What follows belongs to an exercise in optimizing a design on an open flow for small area, a short achievable clock period and few clock cycles per item; a production flow would make more cautious choices.
Only the layout flow was run in this run; the RTL was not checked for function there.

==> design/flow/design.v <==
module sfl_frame_check (
    input  wire         clk,
    input  wire         rst,             
    input  wire         start,           
    input  wire [383:0] frame,           
    input  wire [31:0]  cid,
    input  wire [1:0]   conn_state,      
    input  wire [15:0]  last_seq,        
    input  wire [15:0]  connect_seq,     
    output wire         ready,
    output reg          done,
    output wire         accept,
    output wire         ok_a,
    output wire         ok_b,
    output reg          hdr_ok,
    output reg          seq_ok,
    output wire         restart,
    output wire [7:0]   lost,
    output wire [3:0]   conn,
    output wire [7:0]   kind,
    output wire [15:0]  seq,
    output wire [15:0]  echo
);
    localparam [31:0] RES_A = 32'hB798B438;
    localparam [31:0] RES_B = 32'h0843323B;
    wire [7:0]  f_b0      = frame[7:0];
    wire [7:0]  f_kind    = frame[15:8];
    wire [15:0] f_seq     = frame[31:16];
    wire [15:0] f_echo    = frame[47:32];
    wire [7:0]  f_plen    = frame[55:48];
    wire [7:0]  f_flags   = frame[63:56];
    wire [31:0] f_resv    = frame[319:288];
    wire        f_connect = f_flags[0];
    reg  [3:0] ph;
    wire       busy = |ph;
    assign ready = !busy;
    always @(posedge clk) begin
        if (rst) begin
            ph   <= 0;
            done <= 1'b0;
        end else begin
            ph   <= {ph, start && !busy};
            done <= ph[3];
        end
    end
    wire [96-1:0] ca = ({96{ph[0]}} & {frame[63:0], ~cid[31:0]}) |
                     ({96{ph[1]}} & frame[159:64]) |
                     ({96{ph[2]}} & frame[255:160]) |
                     ({96{ph[3]}} & frame[351:256]);
    wire [96-1:0] cb = ({96{ph[0]}} & {frame[63:0], ~cid[31:0]}) |
                     ({96{ph[1]}} & frame[159:64]) |
                     ({96{ph[2]}} & frame[255:160]) |
                     ({96{ph[3]}} & {frame[383:352], frame[319:256]});
    reg  [31:0] crc_a, crc_b;
    wire [31:0] sx_a = (crc_a & {32{!ph[0]}}) ^ ca[31:0];
    wire [31:0] sx_b = (crc_b & {32{!ph[0]}}) ^ cb[31:0];
    wire [31:0] upd_a, upd_b;
    wire [463:0] xt;
    assign xt[0] = ca[46] ^ ca[50];
    assign xt[1] = ca[44] ^ ca[45];
    assign xt[2] = ca[32] ^ ca[61];
    assign xt[3] = ca[42] ^ ca[60];
    assign xt[4] = ca[43] ^ ca[63];
    assign xt[5] = ca[33] ^ ca[62];
    assign xt[6] = ca[36] ^ ca[47];
    assign xt[7] = ca[48] ^ ca[51];
    assign xt[8] = sx_b[10] ^ sx_b[8];
    assign xt[9] = ca[41] ^ ca[59];
    assign xt[10] = cb[74] ^ sx_b[21];
    assign xt[11] = ca[87] ^ sx_a[27];
    assign xt[12] = ca[70] ^ sx_a[16];
    assign xt[13] = ca[40] ^ ca[58];
    assign xt[14] = ca[39] ^ ca[57];
    assign xt[15] = ca[37] ^ ca[49];
    assign xt[16] = cb[75] ^ sx_b[9];
    assign xt[17] = ca[90] ^ sx_a[28];
    assign xt[18] = sx_a[3] ^ sx_a[8];
    assign xt[19] = sx_a[23] ^ sx_a[29];
    assign xt[20] = cb[93] ^ sx_b[0];
    assign xt[21] = cb[73] ^ sx_b[1];
    assign xt[22] = ca[85] ^ sx_a[26];
    assign xt[23] = ca[66] ^ ca[89];
    assign xt[24] = ca[65] ^ ca[84];
    assign xt[25] = ca[38] ^ ca[54];
    assign xt[26] = ca[35] ^ ca[55];
    assign xt[27] = ca[34] ^ ca[53];
    assign xt[28] = ca[56] ^ xt[5];
    assign xt[29] = sx_b[18] ^ sx_b[20];
    assign xt[30] = sx_b[17] ^ sx_b[19];
    assign xt[31] = sx_b[14] ^ sx_b[16];
    assign xt[32] = sx_b[13] ^ sx_b[15];
    assign xt[33] = sx_a[22] ^ sx_a[9];
    assign xt[34] = sx_a[12] ^ sx_a[25];
    assign xt[35] = sx_a[11] ^ sx_a[24];
    assign xt[36] = cb[91] ^ cb[92];
    assign xt[37] = cb[78] ^ sx_b[6];
    assign xt[38] = cb[77] ^ sx_b[5];
    assign xt[39] = cb[76] ^ sx_b[4];
    assign xt[40] = ca[86] ^ sx_a[20];
    assign xt[41] = ca[79] ^ sx_a[18];
    assign xt[42] = ca[68] ^ ca[77];
    assign xt[43] = ca[67] ^ sx_a[10];
    assign xt[44] = ca[64] ^ ca[83];
    assign xt[45] = sx_a[15] ^ sx_a[31];
    assign xt[46] = cb[89] ^ sx_b[28];
    assign xt[47] = cb[83] ^ cb[90];
    assign xt[48] = cb[71] ^ cb[95];
    assign xt[49] = cb[68] ^ sx_b[24];
    assign xt[50] = ca[92] ^ sx_a[19];
    assign xt[51] = ca[91] ^ sx_a[21];
    assign xt[52] = ca[88] ^ sx_a[14];
    assign xt[53] = ca[72] ^ ca[81];
    assign xt[54] = ca[71] ^ ca[80];
    assign xt[55] = ca[69] ^ ca[78];
    assign xt[56] = sx_b[7] ^ xt[8];
    assign xt[57] = sx_a[13] ^ xt[11];
    assign xt[58] = cb[70] ^ xt[10];
    assign xt[59] = ca[93] ^ xt[0];
    assign xt[60] = cb[86] ^ sx_b[25];
    assign xt[61] = cb[65] ^ cb[94];
    assign xt[62] = ca[94] ^ sx_a[30];
    assign xt[63] = ca[74] ^ ca[95];
    assign xt[64] = sx_b[30] ^ xt[21];
    assign xt[65] = ca[73] ^ xt[17];
    assign xt[66] = sx_b[23] ^ sx_b[26];
    assign xt[67] = cb[88] ^ sx_b[27];
    assign xt[68] = cb[85] ^ sx_b[3];
    assign xt[69] = cb[84] ^ sx_b[2];
    assign xt[70] = cb[69] ^ sx_b[22];
    assign xt[71] = cb[67] ^ cb[87];
    assign xt[72] = ca[82] ^ sx_a[6];
    assign xt[73] = ca[49] ^ ca[52];
    assign xt[74] = xt[18] ^ xt[4];
    assign xt[75] = xt[16] ^ xt[37];
    assign xt[76] = sx_b[11] ^ sx_b[12];
    assign xt[77] = sx_a[2] ^ sx_a[7];
    assign xt[78] = sx_a[1] ^ sx_a[5];
    assign xt[79] = sx_a[0] ^ sx_a[4];
    assign xt[80] = xt[6] ^ xt[9];
    assign xt[81] = xt[2] ^ xt[41];
    assign xt[82] = xt[12] ^ xt[19];
    assign xt[83] = xt[1] ^ xt[22];
    assign xt[84] = sx_b[31] ^ xt[36];
    assign xt[85] = sx_a[17] ^ xt[44];
    assign xt[86] = cb[66] ^ xt[30];
    assign xt[87] = ca[76] ^ xt[23];
    assign xt[88] = ca[75] ^ xt[24];
    assign xt[89] = ca[48] ^ xt[3];
    assign xt[90] = cb[80] ^ cb[82];
    assign xt[91] = cb[79] ^ cb[81];
    assign xt[92] = ca[50] ^ ca[53];
    assign xt[93] = xt[33] ^ xt[42];
    assign xt[94] = sx_b[29] ^ xt[48];
    assign xt[95] = cb[64] ^ xt[39];
    assign xt[96] = ca[45] ^ xt[7];
    assign xt[97] = ca[49] ^ ca[61];
    assign xt[98] = ca[35] ^ ca[46];
    assign xt[99] = xt[45] ^ xt[53];
    assign xt[100] = xt[38] ^ xt[71];
    assign xt[101] = xt[35] ^ xt[40];
    assign xt[102] = xt[34] ^ xt[51];
    assign xt[103] = xt[32] ^ xt[70];
    assign xt[104] = xt[20] ^ xt[76];
    assign xt[105] = xt[13] ^ xt[26];
    assign xt[106] = xt[0] ^ xt[68];
    assign xt[107] = ca[54] ^ xt[3];
    assign xt[108] = ca[47] ^ xt[14];
    assign xt[109] = ca[38] ^ xt[61];
    assign xt[110] = ca[34] ^ xt[2];
    assign xt[111] = xt[62] ^ xt[65];
    assign xt[112] = xt[57] ^ xt[88];
    assign xt[113] = xt[47] ^ xt[84];
    assign xt[114] = xt[46] ^ xt[58];
    assign xt[115] = xt[15] ^ xt[64];
    assign xt[116] = ca[70] ^ xt[59];
    assign xt[117] = cb[72] ^ sx_b[12];
    assign xt[118] = cb[69] ^ cb[75];
    assign xt[119] = ca[58] ^ sx_a[26];
    assign xt[120] = ca[56] ^ ca[62];
    assign xt[121] = ca[52] ^ ca[55];
    assign xt[122] = ca[45] ^ ca[51];
    assign xt[123] = ca[43] ^ ca[60];
    assign xt[124] = ca[37] ^ ca[57];
    assign xt[125] = xt[55] ^ xt[77];
    assign xt[126] = xt[52] ^ xt[54];
    assign xt[127] = xt[43] ^ xt[72];
    assign xt[128] = xt[31] ^ xt[67];
    assign xt[129] = sx_b[11] ^ xt[29];
    assign xt[130] = ca[91] ^ xt[50];
    assign xt[131] = ca[44] ^ xt[25];
    assign xt[132] = ca[39] ^ xt[1];
    assign xt[133] = ca[33] ^ xt[60];
    assign xt[134] = xt[66] ^ xt[75];
    assign xt[135] = xt[56] ^ xt[90];
    assign xt[136] = xt[25] ^ xt[82];
    assign xt[137] = sx_a[21] ^ xt[83];
    assign xt[138] = cb[87] ^ sx_b[22];
    assign xt[139] = cb[72] ^ sx_b[23];
    assign xt[140] = cb[68] ^ cb[77];
    assign xt[141] = ca[87] ^ sx_a[9];
    assign xt[142] = ca[76] ^ sx_a[12];
    assign xt[143] = ca[75] ^ ca[95];
    assign xt[144] = ca[55] ^ ca[74];
    assign xt[145] = ca[37] ^ cb[66];
    assign xt[146] = ca[36] ^ ca[56];
    assign xt[147] = ca[33] ^ ca[43];
    assign xt[148] = xt[63] ^ xt[78];
    assign xt[149] = xt[48] ^ xt[7];
    assign xt[150] = xt[13] ^ xt[19];
    assign xt[151] = sx_b[21] ^ xt[31];
    assign xt[152] = sx_a[15] ^ xt[27];
    assign xt[153] = cb[95] ^ xt[14];
    assign xt[154] = cb[94] ^ xt[122];
    assign xt[155] = cb[93] ^ xt[2];
    assign xt[156] = ca[73] ^ xt[41];
    assign xt[157] = ca[63] ^ xt[27];
    assign xt[158] = ca[59] ^ xt[6];
    assign xt[159] = ca[40] ^ xt[29];
    assign xt[160] = ca[34] ^ xt[78];
    assign xt[161] = ca[32] ^ xt[4];
    assign xt[162] = xt[81] ^ xt[87];
    assign xt[163] = xt[79] ^ xt[93];
    assign xt[164] = xt[74] ^ xt[89];
    assign xt[165] = xt[69] ^ xt[95];
    assign xt[166] = sx_a[29] ^ xt[85];
    assign xt[167] = cb[70] ^ xt[56];
    assign xt[168] = cb[64] ^ xt[94];
    assign xt[169] = sx_a[8] ^ xt[112];
    assign xt[170] = sx_b[29] ^ sx_b[3];
    assign xt[171] = sx_b[24] ^ sx_b[31];
    assign xt[172] = sx_a[27] ^ sx_a[5];
    assign xt[173] = sx_a[19] ^ sx_a[1];
    assign xt[174] = cb[90] ^ cb[91];
    assign xt[175] = cb[83] ^ cb[92];
    assign xt[176] = cb[79] ^ cb[89];
    assign xt[177] = cb[71] ^ sx_b[8];
    assign xt[178] = ca[94] ^ sx_a[10];
    assign xt[179] = ca[93] ^ sx_a[7];
    assign xt[180] = ca[89] ^ sx_a[25];
    assign xt[181] = ca[82] ^ sx_a[11];
    assign xt[182] = ca[65] ^ ca[79];
    assign xt[183] = ca[64] ^ sx_a[16];
    assign xt[184] = ca[58] ^ sx_a[24];
    assign xt[185] = ca[53] ^ sx_a[22];
    assign xt[186] = ca[51] ^ cb[76];
    assign xt[187] = ca[47] ^ cb[84];
    assign xt[188] = ca[44] ^ cb[82];
    assign xt[189] = ca[42] ^ sx_a[0];
    assign xt[190] = ca[41] ^ sx_b[30];
    assign xt[191] = ca[41] ^ ca[54];
    assign xt[192] = ca[38] ^ ca[42];
    assign xt[193] = ca[36] ^ cb[85];
    assign xt[194] = ca[35] ^ ca[39];
    assign xt[195] = xt[51] ^ xt[55];
    assign xt[196] = xt[50] ^ xt[72];
    assign xt[197] = xt[49] ^ xt[91];
    assign xt[198] = xt[47] ^ xt[69];
    assign xt[199] = xt[40] ^ xt[53];
    assign xt[200] = xt[35] ^ xt[52];
    assign xt[201] = xt[183] ^ xt[42];
    assign xt[202] = xt[146] ^ xt[9];
    assign xt[203] = xt[140] ^ xt[8];
    assign xt[204] = xt[138] ^ xt[20];
    assign xt[205] = xt[12] ^ xt[15];
    assign xt[206] = xt[119] ^ xt[63];
    assign xt[207] = xt[1] ^ xt[92];
    assign xt[208] = xt[1] ^ xt[46];
    assign xt[209] = xt[0] ^ xt[43];
    assign xt[210] = sx_b[9] ^ xt[32];
    assign xt[211] = sx_b[14] ^ xt[49];
    assign xt[212] = sx_b[13] ^ xt[139];
    assign xt[213] = sx_b[10] ^ xt[117];
    assign xt[214] = sx_a[4] ^ xt[33];
    assign xt[215] = sx_a[28] ^ xt[120];
    assign xt[216] = sx_a[17] ^ xt[5];
    assign xt[217] = sx_a[14] ^ xt[54];
    assign xt[218] = sx_a[13] ^ xt[141];
    assign xt[219] = cb[80] ^ xt[38];
    assign xt[220] = cb[74] ^ xt[66];
    assign xt[221] = cb[67] ^ xt[29];
    assign xt[222] = ca[92] ^ xt[23];
    assign xt[223] = ca[90] ^ xt[45];
    assign xt[224] = ca[71] ^ xt[124];
    assign xt[225] = ca[57] ^ xt[7];
    assign xt[226] = ca[52] ^ xt[3];
    assign xt[227] = ca[48] ^ xt[15];
    assign xt[228] = ca[47] ^ xt[73];
    assign xt[229] = xt[91] ^ xt[96];
    assign xt[230] = xt[74] ^ xt[97];
    assign xt[231] = xt[49] ^ xt[58];
    assign xt[232] = xt[37] ^ xt[95];
    assign xt[233] = xt[34] ^ xt[85];
    assign xt[234] = xt[27] ^ xt[86];
    assign xt[235] = xt[206] ^ xt[80];
    assign xt[236] = xt[152] ^ xt[59];
    assign xt[237] = xt[130] ^ xt[172];
    assign xt[238] = xt[12] ^ xt[57];
    assign xt[239] = xt[110] ^ xt[5];
    assign xt[240] = xt[102] ^ xt[143];
    assign xt[241] = xt[100] ^ xt[129];
    assign xt[242] = sx_b[2] ^ xt[103];
    assign xt[243] = sx_b[17] ^ xt[161];
    assign xt[244] = sx_a[23] ^ xt[28];
    assign xt[245] = cb[88] ^ xt[75];
    assign xt[246] = ca[86] ^ xt[87];
    assign xt[247] = ca[51] ^ xt[82];
    assign xt[248] = ca[32] ^ xt[101];
    assign xt[249] = xt[137] ^ xt[144];
    assign xt[250] = xt[114] ^ xt[186];
    assign xt[251] = xt[111] ^ xt[98];
    assign xt[252] = xt[108] ^ xt[116];
    assign xt[253] = xt[104] ^ xt[135];
    assign xt[254] = cb[86] ^ xt[115];
    assign xt[255] = cb[79] ^ xt[114];
    assign xt[256] = ca[66] ^ xt[136];
    assign xt[257] = sx_b[26] ^ sx_b[29];
    assign xt[258] = sx_b[19] ^ sx_b[26];
    assign xt[259] = sx_b[18] ^ sx_b[28];
    assign xt[260] = sx_b[15] ^ sx_b[27];
    assign xt[261] = sx_b[0] ^ sx_b[31];
    assign xt[262] = sx_a[3] ^ sx_a[7];
    assign xt[263] = sx_a[22] ^ sx_a[30];
    assign xt[264] = sx_a[20] ^ sx_a[2];
    assign xt[265] = sx_a[1] ^ sx_a[31];
    assign xt[266] = sx_a[17] ^ sx_a[31];
    assign xt[267] = cb[92] ^ sx_b[25];
    assign xt[268] = cb[90] ^ sx_b[8];
    assign xt[269] = cb[83] ^ sx_b[20];
    assign xt[270] = cb[81] ^ sx_b[7];
    assign xt[271] = cb[81] ^ sx_b[18];
    assign xt[272] = cb[80] ^ cb[94];
    assign xt[273] = cb[78] ^ sx_b[3];
    assign xt[274] = cb[74] ^ cb[89];
    assign xt[275] = cb[73] ^ sx_b[7];
    assign xt[276] = cb[70] ^ cb[76];
    assign xt[277] = ca[94] ^ sx_a[20];
    assign xt[278] = ca[93] ^ sx_a[18];
    assign xt[279] = ca[81] ^ sx_a[19];
    assign xt[280] = ca[80] ^ sx_a[14];
    assign xt[281] = ca[80] ^ sx_a[10];
    assign xt[282] = ca[76] ^ ca[84];
    assign xt[283] = ca[75] ^ ca[89];
    assign xt[284] = ca[74] ^ sx_a[29];
    assign xt[285] = ca[72] ^ ca[78];
    assign xt[286] = ca[69] ^ sx_a[5];
    assign xt[287] = ca[68] ^ ca[95];
    assign xt[288] = ca[67] ^ sx_a[18];
    assign xt[289] = ca[67] ^ ca[83];
    assign xt[290] = ca[63] ^ sx_b[27];
    assign xt[291] = ca[61] ^ sx_b[16];
    assign xt[292] = ca[60] ^ ca[63];
    assign xt[293] = ca[55] ^ cb[65];
    assign xt[294] = ca[52] ^ sx_b[5];
    assign xt[295] = ca[50] ^ sx_a[11];
    assign xt[296] = ca[49] ^ sx_b[21];
    assign xt[297] = ca[45] ^ ca[85];
    assign xt[298] = ca[43] ^ sx_a[6];
    assign xt[299] = ca[43] ^ sx_a[4];
    assign xt[300] = ca[42] ^ ca[53];
    assign xt[301] = ca[40] ^ cb[78];
    assign xt[302] = ca[40] ^ ca[79];
    assign xt[303] = ca[35] ^ ca[48];
    assign xt[304] = ca[34] ^ sx_b[14];
    assign xt[305] = ca[33] ^ ca[84];
    assign xt[306] = xt[61] ^ xt[69];
    assign xt[307] = xt[6] ^ xt[8];
    assign xt[308] = xt[50] ^ xt[52];
    assign xt[309] = xt[43] ^ xt[73];
    assign xt[310] = xt[40] ^ xt[44];
    assign xt[311] = xt[4] ^ xt[70];
    assign xt[312] = xt[30] ^ xt[39];
    assign xt[313] = xt[3] ^ xt[60];
    assign xt[314] = xt[275] ^ xt[98];
    assign xt[315] = xt[273] ^ xt[9];
    assign xt[316] = xt[271] ^ xt[31];
    assign xt[317] = xt[265] ^ xt[35];
    assign xt[318] = xt[262] ^ xt[4];
    assign xt[319] = xt[259] ^ xt[7];
    assign xt[320] = xt[257] ^ xt[73];
    assign xt[321] = xt[24] ^ xt[44];
    assign xt[322] = xt[24] ^ xt[297];
    assign xt[323] = xt[22] ^ xt[282];
    assign xt[324] = xt[20] ^ xt[36];
    assign xt[325] = xt[193] ^ xt[67];
    assign xt[326] = xt[189] ^ xt[288];
    assign xt[327] = xt[184] ^ xt[305];
    assign xt[328] = xt[181] ^ xt[62];
    assign xt[329] = xt[180] ^ xt[79];
    assign xt[330] = xt[18] ^ xt[182];
    assign xt[331] = xt[176] ^ xt[6];
    assign xt[332] = xt[17] ^ xt[285];
    assign xt[333] = xt[16] ^ xt[177];
    assign xt[334] = xt[147] ^ xt[61];
    assign xt[335] = xt[145] ^ xt[68];
    assign xt[336] = xt[14] ^ xt[276];
    assign xt[337] = xt[13] ^ xt[71];
    assign xt[338] = xt[124] ^ xt[26];
    assign xt[339] = xt[121] ^ xt[295];
    assign xt[340] = xt[118] ^ xt[3];
    assign xt[341] = xt[117] ^ xt[118];
    assign xt[342] = xt[11] ^ xt[77];
    assign xt[343] = xt[0] ^ xt[60];
    assign xt[344] = sx_b[2] ^ xt[192];
    assign xt[345] = sx_b[25] ^ xt[10];
    assign xt[346] = sx_b[1] ^ xt[38];
    assign xt[347] = cb[93] ^ xt[0];
    assign xt[348] = cb[88] ^ xt[187];
    assign xt[349] = cb[75] ^ xt[25];
    assign xt[350] = ca[92] ^ xt[142];
    assign xt[351] = ca[90] ^ xt[63];
    assign xt[352] = ca[87] ^ xt[173];
    assign xt[353] = ca[69] ^ xt[284];
    assign xt[354] = ca[62] ^ xt[26];
    assign xt[355] = ca[50] ^ xt[90];
    assign xt[356] = ca[49] ^ xt[190];
    assign xt[357] = ca[44] ^ xt[92];
    assign xt[358] = ca[41] ^ xt[32];
    assign xt[359] = ca[38] ^ xt[175];
    assign xt[360] = ca[37] ^ xt[185];
    assign xt[361] = ca[35] ^ xt[171];
    assign xt[362] = ca[34] ^ xt[170];
    assign xt[363] = ca[32] ^ xt[54];
    assign xt[364] = xt[96] ^ xt[99];
    assign xt[365] = xt[84] ^ xt[86];
    assign xt[366] = xt[55] ^ xt[65];
    assign xt[367] = xt[322] ^ xt[81];
    assign xt[368] = xt[306] ^ xt[346];
    assign xt[369] = xt[28] ^ xt[92];
    assign xt[370] = xt[28] ^ xt[339];
    assign xt[371] = xt[224] ^ xt[289];
    assign xt[372] = xt[219] ^ xt[94];
    assign xt[373] = xt[216] ^ xt[99];
    assign xt[374] = xt[214] ^ xt[83];
    assign xt[375] = xt[211] ^ xt[213];
    assign xt[376] = xt[21] ^ xt[221];
    assign xt[377] = xt[20] ^ xt[207];
    assign xt[378] = xt[188] ^ xt[64];
    assign xt[379] = xt[18] ^ xt[88];
    assign xt[380] = xt[174] ^ xt[220];
    assign xt[381] = xt[160] ^ xt[215];
    assign xt[382] = xt[159] ^ xt[39];
    assign xt[383] = xt[157] ^ xt[212];
    assign xt[384] = xt[156] ^ xt[329];
    assign xt[385] = xt[155] ^ xt[315];
    assign xt[386] = xt[154] ^ xt[203];
    assign xt[387] = xt[150] ^ xt[201];
    assign xt[388] = xt[149] ^ xt[359];
    assign xt[389] = xt[148] ^ xt[342];
    assign xt[390] = xt[148] ^ xt[279];
    assign xt[391] = xt[14] ^ xt[327];
    assign xt[392] = xt[133] ^ xt[337];
    assign xt[393] = xt[133] ^ xt[307];
    assign xt[394] = xt[132] ^ xt[6];
    assign xt[395] = xt[132] ^ xt[210];
    assign xt[396] = xt[129] ^ xt[313];
    assign xt[397] = xt[128] ^ xt[64];
    assign xt[398] = xt[127] ^ xt[34];
    assign xt[399] = xt[126] ^ xt[79];
    assign xt[400] = xt[125] ^ xt[89];
    assign xt[401] = xt[110] ^ xt[4];
    assign xt[402] = xt[11] ^ xt[126];
    assign xt[403] = xt[109] ^ xt[269];
    assign xt[404] = xt[107] ^ xt[222];
    assign xt[405] = xt[101] ^ xt[360];
    assign xt[406] = xt[100] ^ xt[155];
    assign xt[407] = xt[10] ^ xt[106];
    assign xt[408] = sx_b[6] ^ xt[58];
    assign xt[409] = sx_b[4] ^ xt[153];
    assign xt[410] = sx_b[23] ^ xt[325];
    assign xt[411] = sx_b[1] ^ xt[105];
    assign xt[412] = sx_b[11] ^ xt[198];
    assign xt[413] = sx_a[30] ^ xt[102];
    assign xt[414] = cb[95] ^ xt[86];
    assign xt[415] = cb[91] ^ xt[104];
    assign xt[416] = cb[85] ^ xt[197];
    assign xt[417] = cb[82] ^ xt[128];
    assign xt[418] = cb[69] ^ xt[343];
    assign xt[419] = ca[86] ^ xt[209];
    assign xt[420] = ca[81] ^ xt[125];
    assign xt[421] = ca[77] ^ xt[131];
    assign xt[422] = ca[73] ^ xt[158];
    assign xt[423] = ca[72] ^ xt[330];
    assign xt[424] = ca[61] ^ xt[226];
    assign xt[425] = ca[59] ^ xt[28];
    assign xt[426] = ca[59] ^ xt[205];
    assign xt[427] = ca[55] ^ xt[308];
    assign xt[428] = ca[54] ^ xt[321];
    assign xt[429] = ca[50] ^ xt[109];
    assign xt[430] = ca[48] ^ xt[331];
    assign xt[431] = ca[40] ^ xt[196];
    assign xt[432] = ca[33] ^ xt[317];
    assign xt[433] = xt[244] ^ xt[421];
    assign xt[434] = xt[241] ^ xt[291];
    assign xt[435] = xt[240] ^ xt[53];
    assign xt[436] = xt[238] ^ xt[357];
    assign xt[437] = xt[237] ^ xt[283];
    assign xt[438] = xt[236] ^ xt[248];
    assign xt[439] = xt[232] ^ xt[411];
    assign xt[440] = xt[229] ^ xt[274];
    assign xt[441] = xt[218] ^ xt[230];
    assign xt[442] = xt[200] ^ xt[246];
    assign xt[443] = xt[168] ^ xt[393];
    assign xt[444] = xt[167] ^ xt[243];
    assign xt[445] = xt[166] ^ xt[235];
    assign xt[446] = xt[165] ^ xt[319];
    assign xt[447] = xt[164] ^ xt[371];
    assign xt[448] = xt[163] ^ xt[391];
    assign xt[449] = xt[163] ^ xt[23];
    assign xt[450] = xt[160] ^ xt[233];
    assign xt[451] = xt[16] ^ xt[372];
    assign xt[452] = xt[151] ^ xt[383];
    assign xt[453] = xt[150] ^ xt[381];
    assign xt[454] = xt[134] ^ xt[234];
    assign xt[455] = xt[127] ^ xt[370];
    assign xt[456] = xt[123] ^ xt[162];
    assign xt[457] = xt[115] ^ xt[407];
    assign xt[458] = xt[113] ^ xt[293];
    assign xt[459] = xt[111] ^ xt[199];
    assign xt[460] = sx_a[13] ^ xt[116];
    assign xt[461] = cb[84] ^ xt[134];
    assign xt[462] = cb[81] ^ xt[239];
    assign xt[463] = ca[88] ^ xt[373];
    assign upd_a[0] = (((xt[379] ^ xt[402]) ^ (xt[404] ^ xt[413])) ^ ((xt[426] ^ ((sx_a[26] ^ sx_a[9]) ^ xt[81])) ^ ((xt[96] ^ (xt[266] ^ xt[27])) ^ ((xt[299] ^ (ca[50] ^ ca[68])) ^ xt[366]))));
    assign upd_a[1] = ((((xt[22] ^ xt[26]) ^ xt[237]) ^ ((xt[54] ^ xt[131]) ^ (xt[214] ^ xt[309]))) ^ (((xt[353] ^ (ca[51] ^ xt[17])) ^ xt[456]) ^ (xt[460] ^ xt[463])));
    assign upd_a[2] = ((xt[459] ^ (xt[247] ^ xt[394])) ^ (((xt[42] ^ xt[157]) ^ (xt[217] ^ (xt[2] ^ xt[278]))) ^ (xt[437] ^ xt[455])));
    assign upd_a[3] = (((xt[166] ^ xt[364]) ^ (xt[431] ^ ((ca[68] ^ ca[87]) ^ xt[157]))) ^ (((xt[195] ^ xt[224]) ^ (xt[28] ^ (sx_a[20] ^ xt[142]))) ^ (((xt[179] ^ xt[35]) ^ (xt[63] ^ (ca[52] ^ ca[54]))) ^ xt[251])));
    assign upd_a[4] = ((xt[449] ^ (xt[424] ^ (xt[217] ^ xt[318]))) ^ (((xt[332] ^ xt[338]) ^ (xt[57] ^ xt[59])) ^ ((xt[96] ^ (xt[277] ^ (ca[38] ^ ca[82]))) ^ xt[445])));
    assign upd_a[5] = ((xt[450] ^ (((ca[52] ^ ca[94]) ^ (sx_a[0] ^ sx_a[3])) ^ xt[136])) ^ ((xt[394] ^ (xt[209] ^ xt[222])) ^ ((xt[363] ^ xt[99]) ^ ((xt[119] ^ xt[120]) ^ (xt[141] ^ xt[287])))));
    assign upd_a[6] = ((xt[441] ^ (xt[404] ^ xt[432])) ^ ((((sx_a[28] ^ sx_a[2]) ^ xt[127]) ^ ((xt[26] ^ xt[280]) ^ (xt[302] ^ (ca[34] ^ ca[78])))) ^ (xt[252] ^ xt[435])));
    assign upd_a[7] = (((xt[166] ^ xt[420]) ^ ((xt[105] ^ xt[107]) ^ (xt[205] ^ xt[215]))) ^ (((xt[328] ^ xt[80]) ^ (xt[87] ^ (xt[1] ^ xt[185]))) ^ (((xt[278] ^ xt[43]) ^ (xt[45] ^ xt[51])) ^ xt[169])));
    assign upd_a[8] = ((xt[447] ^ (xt[367] ^ xt[427])) ^ (((xt[266] ^ xt[202]) ^ (xt[328] ^ xt[93])) ^ (((ca[95] ^ xt[0]) ^ (xt[142] ^ xt[17])) ^ xt[256])));
    assign upd_a[9] = (((xt[423] ^ xt[425]) ^ (xt[427] ^ ((ca[48] ^ ca[77]) ^ xt[108]))) ^ (((xt[310] ^ xt[57]) ^ (xt[65] ^ (sx_a[25] ^ xt[143]))) ^ (((xt[184] ^ xt[43]) ^ xt[136]) ^ (xt[137] ^ xt[236]))));
    assign upd_a[10] = (((xt[81] ^ (ca[94] ^ xt[189])) ^ xt[252]) ^ ((xt[405] ^ ((ca[56] ^ ca[75]) ^ xt[105])) ^ ((xt[223] ^ xt[350]) ^ (xt[353] ^ xt[74]))));
    assign upd_a[11] = ((((xt[13] ^ xt[173]) ^ (xt[299] ^ xt[62])) ^ xt[433]) ^ ((xt[240] ^ ((ca[64] ^ ca[76]) ^ xt[218])) ^ ((xt[225] ^ xt[363]) ^ (xt[80] ^ (ca[93] ^ xt[12])))));
    assign upd_a[12] = ((xt[448] ^ (xt[111] ^ xt[162])) ^ (((xt[74] ^ (ca[51] ^ xt[121])) ^ ((xt[191] ^ xt[264]) ^ (xt[281] ^ xt[286]))) ^ (xt[435] ^ xt[436])));
    assign upd_a[13] = ((xt[456] ^ ((sx_a[12] ^ xt[263]) ^ xt[387])) ^ ((xt[390] ^ ((ca[44] ^ ca[85]) ^ xt[227])) ^ (xt[169] ^ xt[455])));
    assign upd_a[14] = ((xt[447] ^ (xt[238] ^ xt[248])) ^ ((xt[384] ^ (xt[77] ^ xt[196])) ^ ((xt[323] ^ (ca[41] ^ xt[51])) ^ xt[433])));
    assign upd_a[15] = ((xt[450] ^ ((xt[40] ^ xt[50]) ^ xt[230])) ^ ((xt[402] ^ (xt[332] ^ (xt[179] ^ xt[192]))) ^ (xt[249] ^ xt[448])));
    assign upd_a[16] = ((xt[453] ^ (xt[384] ^ ((ca[88] ^ sx_a[15]) ^ xt[195]))) ^ (((xt[199] ^ xt[59]) ^ (xt[83] ^ (sx_a[2] ^ xt[178]))) ^ (((xt[194] ^ xt[298]) ^ (xt[33] ^ (ca[59] ^ ca[64]))) ^ xt[169])));
    assign upd_a[17] = (((xt[137] ^ xt[247]) ^ (xt[389] ^ xt[431])) ^ ((((ca[57] ^ sx_a[3]) ^ xt[80]) ^ ((xt[182] ^ xt[281]) ^ (xt[292] ^ xt[33]))) ^ (xt[251] ^ xt[442])));
    assign upd_a[18] = ((((sx_a[21] ^ xt[298]) ^ xt[235]) ^ (xt[247] ^ xt[420])) ^ ((xt[428] ^ ((ca[92] ^ sx_a[14]) ^ xt[156])) ^ ((xt[309] ^ xt[93]) ^ xt[438])));
    assign upd_a[19] = (((xt[65] ^ (sx_a[23] ^ xt[147])) ^ ((xt[178] ^ xt[179]) ^ (xt[26] ^ xt[45]))) ^ ((((ca[74] ^ ca[82]) ^ (ca[89] ^ sx_a[18])) ^ xt[374]) ^ ((xt[110] ^ xt[130]) ^ (xt[200] ^ xt[228]))));
    assign upd_a[20] = ((((xt[303] ^ xt[34]) ^ ((ca[36] ^ ca[83]) ^ (sx_a[0] ^ sx_a[16]))) ^ xt[437]) ^ (xt[438] ^ ((xt[28] ^ xt[351]) ^ ((sx_a[8] ^ xt[1]) ^ (xt[178] ^ xt[19])))));
    assign upd_a[21] = (((((ca[57] ^ ca[65]) ^ (sx_a[27] ^ sx_a[6])) ^ xt[162]) ^ (xt[164] ^ xt[399])) ^ ((xt[422] ^ xt[432]) ^ (((xt[277] ^ xt[287]) ^ (xt[55] ^ (ca[35] ^ ca[53]))) ^ xt[460])));
    assign upd_a[22] = ((xt[463] ^ (xt[379] ^ xt[389])) ^ ((xt[422] ^ (xt[62] ^ xt[130])) ^ ((xt[201] ^ xt[207]) ^ (xt[326] ^ (ca[78] ^ xt[119])))));
    assign upd_a[23] = (((xt[323] ^ xt[351]) ^ (xt[352] ^ (ca[63] ^ xt[264]))) ^ (((xt[300] ^ xt[72]) ^ xt[116]) ^ (xt[413] ^ (xt[97] ^ xt[217]))));
    assign upd_a[24] = (((((ca[47] ^ ca[62]) ^ (ca[87] ^ sx_a[13])) ^ xt[233]) ^ (xt[367] ^ xt[400])) ^ ((xt[426] ^ (xt[152] ^ (sx_a[8] ^ xt[280]))) ^ (xt[449] ^ xt[459])));
    assign upd_a[25] = ((((xt[303] ^ (ca[60] ^ ca[82])) ^ xt[390]) ^ (xt[419] ^ (xt[126] ^ xt[156]))) ^ (((xt[195] ^ xt[216]) ^ (xt[223] ^ (xt[22] ^ xt[24]))) ^ (xt[256] ^ xt[441])));
    assign upd_a[26] = (((((ca[39] ^ ca[62]) ^ (sx_a[19] ^ sx_a[2])) ^ xt[164]) ^ (xt[366] ^ xt[398])) ^ ((xt[405] ^ xt[428]) ^ ((xt[158] ^ xt[99]) ^ xt[249])));
    assign upd_a[27] = ((xt[256] ^ (xt[112] ^ xt[374])) ^ ((((ca[60] ^ ca[68]) ^ xt[102]) ^ (xt[227] ^ xt[310])) ^ ((xt[318] ^ (ca[73] ^ xt[144])) ^ ((xt[181] ^ xt[2]) ^ (xt[302] ^ (ca[46] ^ ca[56]))))));
    assign upd_a[28] = (((xt[244] ^ xt[399]) ^ (xt[419] ^ (xt[108] ^ xt[350]))) ^ (((xt[85] ^ (sx_a[28] ^ xt[263])) ^ ((xt[286] ^ xt[97]) ^ ((ca[38] ^ ca[41]) ^ (ca[66] ^ sx_a[24])))) ^ (xt[169] ^ xt[249])));
    assign upd_a[29] = ((xt[453] ^ (((ca[63] ^ ca[85]) ^ (sx_a[25] ^ sx_a[6])) ^ xt[112])) ^ ((xt[364] ^ (xt[326] ^ xt[93])) ^ (xt[252] ^ xt[442])));
    assign upd_a[30] = (((xt[246] ^ xt[387]) ^ (xt[398] ^ ((ca[71] ^ sx_a[15]) ^ xt[125]))) ^ (((xt[161] ^ xt[225]) ^ (xt[228] ^ xt[352])) ^ (((sx_a[24] ^ xt[22]) ^ (xt[52] ^ xt[9])) ^ xt[251])));
    assign upd_a[31] = ((xt[445] ^ (((ca[33] ^ ca[67]) ^ (ca[88] ^ ca[91])) ^ xt[400])) ^ ((xt[423] ^ (xt[101] ^ xt[223])) ^ (((sx_a[30] ^ xt[180]) ^ (xt[42] ^ xt[73])) ^ xt[436])));
    assign upd_b[0] = ((((xt[177] ^ (cb[68] ^ cb[72])) ^ xt[239]) ^ (xt[395] ^ xt[412])) ^ ((((cb[73] ^ cb[94]) ^ xt[204]) ^ (xt[312] ^ xt[320])) ^ ((xt[89] ^ (sx_b[25] ^ xt[0])) ^ xt[255])));
    assign upd_b[1] = ((xt[451] ^ (xt[380] ^ xt[397])) ^ (((xt[97] ^ xt[106]) ^ (xt[154] ^ xt[159])) ^ ((xt[213] ^ xt[311]) ^ ((ca[35] ^ xt[187]) ^ (xt[27] ^ xt[5])))));
    assign upd_b[2] = ((xt[461] ^ (xt[113] ^ xt[416])) ^ (((xt[290] ^ xt[107]) ^ (xt[154] ^ xt[204])) ^ ((xt[356] ^ (xt[194] ^ xt[2])) ^ xt[443])));
    assign upd_b[3] = (((xt[168] ^ xt[231]) ^ (xt[242] ^ xt[410])) ^ (((xt[132] ^ (xt[123] ^ xt[30])) ^ xt[254]) ^ (xt[458] ^ (((ca[40] ^ cb[89]) ^ (sx_b[0] ^ sx_b[4])) ^ xt[135]))));
    assign upd_b[4] = ((((xt[294] ^ xt[66]) ^ xt[365]) ^ (xt[382] ^ (xt[109] ^ xt[151]))) ^ (((xt[197] ^ xt[28]) ^ (xt[358] ^ xt[362])) ^ ((xt[89] ^ (ca[39] ^ xt[118])) ^ xt[254])));
    assign upd_b[5] = (((xt[234] ^ xt[382]) ^ (xt[406] ^ xt[408])) ^ (((xt[31] ^ xt[153]) ^ (xt[311] ^ xt[344])) ^ ((xt[355] ^ xt[356]) ^ (xt[361] ^ (xt[260] ^ xt[267])))));
    assign upd_b[6] = ((((xt[261] ^ xt[268]) ^ xt[165]) ^ (xt[245] ^ (xt[73] ^ xt[212]))) ^ (((xt[314] ^ xt[362]) ^ ((ca[36] ^ xt[123]) ^ (xt[13] ^ xt[191]))) ^ (xt[434] ^ xt[440])));
    assign upd_b[7] = ((xt[457] ^ (xt[135] ^ xt[245])) ^ ((((cb[65] ^ sx_b[12]) ^ xt[211]) ^ (xt[312] ^ xt[354])) ^ ((xt[80] ^ (xt[174] ^ xt[176])) ^ ((xt[2] ^ xt[300]) ^ (xt[38] ^ (ca[44] ^ ca[52]))))));
    assign upd_b[8] = (((xt[113] ^ xt[242]) ^ (xt[369] ^ xt[396])) ^ (((xt[6] ^ xt[219]) ^ (xt[56] ^ xt[75])) ^ (((xt[145] ^ xt[25]) ^ (xt[39] ^ xt[4])) ^ xt[440])));
    assign upd_b[9] = ((xt[461] ^ (xt[401] ^ (xt[100] ^ xt[131]))) ^ (((xt[151] ^ xt[336]) ^ ((sx_b[3] ^ xt[121]) ^ (xt[15] ^ xt[36]))) ^ (((xt[7] ^ xt[91]) ^ ((ca[46] ^ cb[64]) ^ (cb[90] ^ sx_b[19]))) ^ xt[253])));
    assign upd_b[10] = (((((cb[71] ^ cb[77]) ^ (sx_b[17] ^ sx_b[22])) ^ xt[369]) ^ (xt[395] ^ xt[403])) ^ ((xt[416] ^ (xt[228] ^ (xt[36] ^ xt[67]))) ^ (xt[253] ^ xt[439])));
    assign upd_b[11] = ((((xt[46] ^ (ca[54] ^ cb[66])) ^ xt[229]) ^ (xt[368] ^ xt[418])) ^ ((((sx_b[18] ^ sx_b[9]) ^ xt[153]) ^ (xt[202] ^ (xt[175] ^ xt[301]))) ^ (xt[253] ^ xt[452])));
    assign upd_b[12] = ((xt[462] ^ ((cb[67] ^ xt[191]) ^ xt[375])) ^ (((xt[108] ^ xt[149]) ^ (xt[208] ^ xt[335])) ^ ((xt[345] ^ xt[355]) ^ xt[439])));
    assign upd_b[13] = ((((xt[292] ^ xt[30]) ^ ((ca[39] ^ cb[69]) ^ (cb[84] ^ cb[86]))) ^ xt[250]) ^ ((xt[406] ^ xt[429]) ^ ((xt[105] ^ xt[202]) ^ (xt[333] ^ (xt[188] ^ xt[270])))));
    assign upd_b[14] = ((((xt[193] ^ xt[47]) ^ (xt[9] ^ (cb[72] ^ cb[82]))) ^ (xt[168] ^ xt[245])) ^ ((xt[386] ^ xt[424]) ^ ((xt[159] ^ xt[28]) ^ (xt[336] ^ (xt[138] ^ xt[145])))));
    assign upd_b[15] = (((xt[242] ^ xt[377]) ^ (xt[380] ^ xt[392])) ^ ((xt[409] ^ (xt[109] ^ xt[227])) ^ (((xt[140] ^ xt[190]) ^ ((cb[78] ^ cb[88]) ^ (sx_b[28] ^ sx_b[29]))) ^ xt[444])));
    assign upd_b[16] = (((xt[113] ^ xt[385]) ^ (xt[397] ^ xt[414])) ^ ((((ca[60] ^ ca[62]) ^ xt[103]) ^ (xt[345] ^ xt[349])) ^ (((sx_b[24] ^ xt[13]) ^ (xt[139] ^ xt[294])) ^ xt[446])));
    assign upd_b[17] = ((((xt[1] ^ xt[49]) ^ (xt[9] ^ (ca[48] ^ sx_b[6]))) ^ xt[452]) ^ (xt[458] ^ (xt[241] ^ (xt[106] ^ xt[333]))));
    assign upd_b[18] = (((xt[86] ^ (xt[122] ^ xt[296])) ^ ((xt[60] ^ xt[70]) ^ ((ca[32] ^ ca[56]) ^ (sx_b[15] ^ sx_b[9])))) ^ ((xt[232] ^ xt[375]) ^ ((xt[107] ^ xt[314]) ^ (xt[324] ^ xt[348]))));
    assign upd_b[19] = ((((xt[121] ^ xt[21]) ^ (xt[267] ^ (ca[57] ^ cb[85]))) ^ xt[434]) ^ ((xt[167] ^ xt[430]) ^ ((xt[103] ^ xt[220]) ^ (xt[334] ^ xt[347]))));
    assign upd_b[20] = ((((sx_b[2] ^ xt[120]) ^ (xt[15] ^ xt[268])) ^ xt[454]) ^ (((xt[272] ^ (ca[44] ^ ca[47])) ^ xt[231]) ^ (((ca[58] ^ cb[86]) ^ xt[104]) ^ (xt[128] ^ xt[149]))));
    assign upd_b[21] = (((xt[376] ^ xt[409]) ^ (xt[415] ^ (xt[98] ^ xt[131]))) ^ (((xt[198] ^ xt[340]) ^ (xt[56] ^ (ca[59] ^ xt[170]))) ^ (xt[462] ^ ((xt[258] ^ xt[290]) ^ xt[231]))));
    assign upd_b[22] = ((((sx_b[5] ^ xt[260]) ^ (xt[47] ^ (ca[42] ^ cb[64]))) ^ (xt[243] ^ xt[378])) ^ ((xt[430] ^ ((cb[87] ^ sx_b[20]) ^ xt[105])) ^ ((xt[106] ^ xt[320]) ^ (xt[324] ^ xt[341]))));
    assign upd_b[23] = ((xt[446] ^ (xt[113] ^ xt[377])) ^ ((xt[408] ^ ((sx_b[13] ^ sx_b[16]) ^ xt[334])) ^ ((xt[80] ^ (xt[67] ^ (ca[56] ^ cb[80]))) ^ xt[254])));
    assign upd_b[24] = (((xt[94] ^ (xt[15] ^ xt[270])) ^ ((xt[304] ^ (ca[32] ^ cb[74])) ^ xt[365])) ^ ((xt[368] ^ (xt[106] ^ xt[204])) ^ ((xt[208] ^ xt[225]) ^ (xt[226] ^ xt[349]))));
    assign upd_b[25] = ((((xt[71] ^ (ca[43] ^ ca[58])) ^ xt[378]) ^ (xt[388] ^ xt[396])) ^ ((((cb[68] ^ sx_b[13]) ^ xt[348]) ^ (xt[354] ^ (sx_b[22] ^ xt[68]))) ^ (xt[255] ^ xt[454])));
    assign upd_b[26] = ((xt[444] ^ (xt[410] ^ xt[418])) ^ ((xt[425] ^ (xt[107] ^ xt[221])) ^ ((xt[361] ^ (xt[16] ^ xt[272])) ^ ((xt[304] ^ xt[32]) ^ (xt[76] ^ (cb[73] ^ sx_b[28]))))));
    assign upd_b[27] = ((xt[250] ^ xt[443]) ^ ((xt[401] ^ ((cb[87] ^ sx_b[0]) ^ xt[210])) ^ ((xt[316] ^ xt[338]) ^ ((xt[258] ^ xt[49]) ^ (xt[76] ^ (ca[44] ^ ca[60]))))));
    assign upd_b[28] = ((((xt[194] ^ (ca[32] ^ ca[58])) ^ xt[115]) ^ (xt[165] ^ xt[403])) ^ ((xt[417] ^ (xt[203] ^ xt[340])) ^ ((xt[347] ^ (sx_b[12] ^ xt[146])) ^ xt[255])));
    assign upd_b[29] = ((xt[451] ^ (xt[412] ^ xt[429])) ^ ((((ca[61] ^ sx_b[17]) ^ xt[103]) ^ (xt[158] ^ xt[335])) ^ (((xt[14] ^ xt[147]) ^ (xt[261] ^ xt[301])) ^ xt[250])));
    assign upd_b[30] = (((xt[134] ^ xt[386]) ^ (xt[392] ^ xt[414])) ^ ((xt[415] ^ (xt[316] ^ xt[344])) ^ ((xt[358] ^ (xt[46] ^ (ca[61] ^ cb[83]))) ^ xt[457])));
    assign upd_b[31] = ((((xt[171] ^ xt[296]) ^ xt[167]) ^ (xt[376] ^ xt[385])) ^ ((xt[388] ^ xt[417]) ^ ((xt[133] ^ xt[208]) ^ (xt[341] ^ (ca[47] ^ xt[123])))));
    always @(posedge clk) begin
        crc_a <= upd_a;
        crc_b <= upd_b;
    end
    assign ok_a = (crc_a == RES_A);
    assign ok_b = (crc_b == RES_B);
    reg pad_ok;
    integer p;
    always @* begin
        pad_ok = 1'b1;
        for (p = 0; p < 24; p = p + 1)
            if (p >= f_plen && frame[64 + 8*p +: 8] != 8'h00)
                pad_ok = 1'b0;
    end
    wire kind_ok   = (f_kind == 8'h81) || (f_kind == 8'h00 && f_plen == 8'd4);
    wire hdr_check = (f_b0[7:4] == 4'h1) && kind_ok && (f_plen <= 8'd24) &&
                     (f_flags[7:2] == 6'd0) && f_flags[1] && pad_ok && (f_resv == 32'd0);
    wire [15:0] dm1    = f_seq + ~last_seq;       
    wire        in_win = (dm1[15:8] == 8'd0);      
    wire seq_check = (conn_state == 2'd1) ? (f_connect && (f_echo == connect_seq)) :
                     (conn_state == 2'd2) ? (f_connect || in_win) : 1'b0;
    wire lost_on   = (conn_state == 2'd2) && !f_connect && in_win;
    reg       pass_r, restart_r;
    reg [7:0] lost_r;
    always @(posedge clk) begin
        hdr_ok    <= hdr_check;
        seq_ok    <= seq_check;
        pass_r    <= hdr_check && seq_check;
        restart_r <= hdr_check && seq_check && f_connect;
        lost_r    <= (hdr_check && lost_on) ? dm1[7:0] : 8'd0;
    end
    wire crc_ok = ok_a && ok_b;
    assign accept  = crc_ok && pass_r;
    assign restart = crc_ok && restart_r;
    assign lost    = {8{crc_ok}} & lost_r;
    assign conn    = f_b0[3:0];
    assign kind    = f_kind;
    assign seq     = f_seq;
    assign echo    = f_echo;
endmodule
==> design/flow/flow/run.sh <==
#!/bin/bash
set -euo pipefail
MARGIN="${FLOW_SETUP_MARGIN:-5.5}"
bash standard.sh finish \
  "BUFFER_PORTS_ARGS=-buffer_cell sky130_fd_sc_hd__buf_1" \
  "SETUP_SLACK_MARGIN=${MARGIN}" > flow_make.log 2>&1
==> design/flow/standard.sh <==
#!/bin/bash
# synth_recipe.tcl (not shown) runs the flow's synth.tcl, then flattens the netlist and writes it again
# the make line also repeats each setting of config.mk as NAME=value (left out here)
make -C /OpenROAD-flow-scripts/flow DESIGN_CONFIG=/design/flow/config.mk WORK_HOME=/design/flow/orfs CLKGATE_MAP_FILE= SYNTH_SCRIPT=/design/flow/synth_recipe.tcl "${@:-finish}"
==> design/flow/config.mk <==
export PLATFORM = sky130hd
export DESIGN_NAME = sfl_frame_check
export DESIGN_NICKNAME = sfl_frame_check
export VERILOG_FILES = /design/flow/design.v
export SDC_FILE = /design/flow/constraint.sdc
export NUM_CORES = 4
export LEC_CHECK = 0
export CAP_MARGIN = 20
export CORE_MARGIN = 2
export CORE_UTILIZATION = 35
export SLEW_MARGIN = 20
export TNS_END_PERCENT = 0
==> design/flow/constraint.sdc <==
create_clock -name core_clock -period 10.0 [get_ports {clk}]
set_input_delay 2.0000 -clock core_clock [delete_from_list [all_inputs] [get_ports {clk}]]
set_output_delay 2.0000 -clock core_clock [all_outputs]
set_load 0.01 [all_outputs]
==> key figures <==
Clock tree
  • Hold buffer count at CTS: 0
  • CTS tree: built
  • Worst-Skew Late Latency: 0.38 ns
  • CTS Sinks: 81
  • Clk root buf: clkbuf_16
  • Clock-pin transition on the worst setup and hold timing paths: 0.08 ns
  • Htree depth: 3
  • Inserted Clock Buffers: 9
  • Clk buf depth: 2

STA
  • Fin. max-slew vios: 0
  • Final setup TNS: 0 ns
  • Final hold slack: 0.678 ns
  • Worst slew pin tran: 1.35 ns
  • Max Fclk: 0.208 GHz
  • Min cycle time layout: 4.80 ns
  • Final hold violation count: 0
  • Final period utilization: 48.0%
  • Worst Skew: 0.0194 ns
  • RSZ-0062 raised after global routing: yes
  • Setup Viol. Count Final: 0
  • Relative slew slack: 9.37%

Placement
  • Placed Area: 22,300 µm²
  • Detailed placement HPWL: 114,000 µm
  • PortBufs: 512
  • GPL Wtd Cong: 1.12

Yosys
  • Avg Cell Area, Syn: 8.87 µm²
  • Mapped Cells: 2,233
  • Primary FF master, synth: dfxtp_1
  • Yosys warning count: 1
  • Post-synth EDFFs: 0
  • Mapped Nets: 2,702
  • Area share of the largest cell type after synthesis: 37.9%
  • Seq/Total Area, Yosys: 8.18%
  • Register bit count reported by yosys: 81
  • Post-synth top area cell: xnor2_1
  • Synth top area cells: xnor2_1 38%, xor2_1 13%, dfxtp_1 8.2%
  • Synth async-reset ratio: 0%
  • Mapped Area: 19,800 µm²
  • Yosys cell types: 68

GRT
  • First-pass GRT wire length: 172,000 µm
  • GR Util met2: 62.8%
  • Largest net degree at the start of global routing: 65
  • Initial antenna violation count: 6
  • Met3 usage: 11.8%
  • Total grt overflow: 0
  • Busiest grt layer: met2
  • Met1 Resource Use GR: 53.7%
  • Tot GR Track Use: 43.2%
  • Vias in the first global route: 20,200

Final layout
  • Share of layout cells above drive strength 1: 18.2%
  • Final Net Count: 3,278
  • Area growth, synth to finish: 28.0%
  • Final Cell Area: 25,400 µm²

Detailed routing
  • Final WL: 132,000 µm
  • # DRC: 0
  • Initial DRC count: 3,025
  • Vias/cell: 5.91
  • Post-route ant nets: 0
  • WL per Instance: 36.9 µm
  • Vias: 21,100
  • TritonRoute pass-1 iters: 9

Outcome
  • Status: complete, no violations

Setup path
  • Slowest stage delay, CP: 0.70 ns
  • CP delay by family, top: XOR/XNOR gates
  • Crit path cell chain: buf_1, a22oi_1, nand2_2, xnor3_1, xnor2_2, xnor2_1, xnor2_1, xnor2_2, xnor2_1, xnor2_1
  • Crit. End Element: flop
  • Largest fanout on the critical path: 5
  • CP most frequent cell: xnor2_1
  • Critical path class: in2reg
  • CP Data Required Time: 10.25 ns
  • Critical path data arrival time: 5.05 ns
  • WP buf/inv: 1
  • Crit start category: primary input
  • CP max stage cell: xnor3_1

Floorplan
  • Core area: 56,200 µm²
  • Die Area: 58,500 µm²
  • I/O pin count: 513
  • Die Y: 242 µm
  • Row Count: 87
  • Initial Util: 35.3%
  • Die X-Extent: 242 µm

Min path
  • Worst Hold Class: reg2reg

Run
  • Max cap viols: 0
[layer usage]
metal,wire length [µm],vias up
li1,-,8674
met1,49400,10300
met2,53700,1699
met3,15900,420
met4,12800,10
met5,53,-
[cells in the final DEF, fill, tap and decap left out, drive strengths merged, types with 7 or more instances in the layout]
cell	instances
a21oi	30
o21bai	8
o211ai	7
a21o	8
nand4	8
o21ai	101
xnor2	877
a31oi	10
nor2	22
buf	672
a22oi	70
xnor3	50
nand3	47
xor2	348
and3	12
dfxtp	81
ha	15
a222oi	64
clkbuf	15
nor3	13
nand2	172
a21boi	10
nand2b	9
nor4b	7
nor4	71
inv	33
[what timing repair did]
action / in CTS / in global routing
pin swaps: 64 / 24
setup endpoints to repair: 110 / 88
setup buffers: 93 / 32
endpoints found under the hold margin: 0 / 0
resized for setup: 147 / 124
[final cells by class]
type	count	area [µm²]
Fill cell	5748	30800
Timing Repair Buffer	678	3300
Antenna cell	2	5.00
Multi-Input combinational cell	2007	19000
Tap cell	756	946
Clock inverter	7	80.1
Sequential cell	81	1640
Clock buffer	9	225
Inverter	32	120
[cell usage after synthesis (all sizes together) (7+ instances only)]
cell type and number:
o21ai 101, xnor3 50, ha 15, nor3 13
clkbuf 11, nand2 172, o211ai 7, xor2 348
a222oi 64, a21o 8, nor4b 7, a21oi 30
xnor2 877, nand3 47, dfxtp 81, nand2b 9
a31oi 10, a22oi 70, a21boi 10, inv 32
and3 12, o21bai 8, buf 102, nor2 22
nor4 71, nand4 8
[sequential cells by signal, summed over array words and instances (netlist names)]
name and cells:
done 1, lost_r 8, seq_ok 1, pass_r 1, restart_r 1, crc_b 32, hdr_ok 1, ph 4
crc_a 32
[logic make-up (layout without fill, tap and decap cells)]
group	Yosys count	in the layout	synth area share (%)
buffers and inverters	145	726	4.41
adder cells (fa/ha/maj)	16	16	1.05
AND/OR/NAND/NOR	379	379	9.38
flip-flops	81	81	8.18
multiplexers	1	1	0.0505
AO/OA/AOI/OAI	332	332	13.3
other	0	2	0
XOR/XNOR	1279	1279	63.6
[final timing paths]
check | start | to | slack, ns | cells past startpoint
worst max-delay path | frame[205] | crc_a[5]$_DFF_P_ | 5.20 | 10
worst min-delay path | ph[2]$_SDFF_PP0_ | ph[3]$_SDFF_PP0_ | 0.68 | 1
worst max register to register | ph[0]$_SDFF_PP0_ | crc_a[13]$_DFF_P_ | 5.44 | 10
worst min register to register | ph[2]$_SDFF_PP0_ | ph[3]$_SDFF_PP0_ | 0.68 | 1
[stage by stage]
step	utilization [%]	setup slack, ns	cells
after floorplan	-	5.45	2233
after global placement	39.7	3.61	3429
after detailed placement	39.7	3.76	3429
after CTS	43.1	5.31	3538
after global routing	45.1	5.27	3570
final	45.2	5.20	3572
[worst reg2reg max path: stages, from the launching register on]
cell and delay [ns]:
dfxtp_4 0.56, buf_4 0.78, buf_6 0.64, nand3_1 0.40
o21ai_4 0.28, xor2_4 0.46, xor2_4 0.40, xnor2_1 0.22
xnor2_1 0.41, xnor2_1 0.19, xnor2_1 0.16

## re-timing with driven ports
The flow's constraints put no driver on any port. The routed layout listed below was extracted and timed again, unchanged, in two steps.
Step 1 (the two cells are an assumption about what drives the block):
set clk [get_ports {clk}]
set_driving_cell -lib_cell sky130_fd_sc_hd__clkbuf_16 $clk
set_driving_cell -lib_cell sky130_fd_sc_hd__buf_2 [delete_from_list [all_inputs] $clk]
Step 2, shift: input delay + t, output delay - t, t = (earliest + latest rising clock arrival at the registers) / 2. This alone moves slack from input paths to output paths.
a / b / c = ideal / step 1 / step 2; a / b = the first two.
shift t [ns]: 0.422
slack for setup (ns): 5.199 / 5.230 / 4.807
clock arrival spread, ns: 0.019 / 0.019
worst slew at a driven data input, ns: 0.24
After both steps this run still meets setup and hold. For this run, drivers alone change the setup slack by +0.031 ns; drivers and shift together by -0.392 ns.
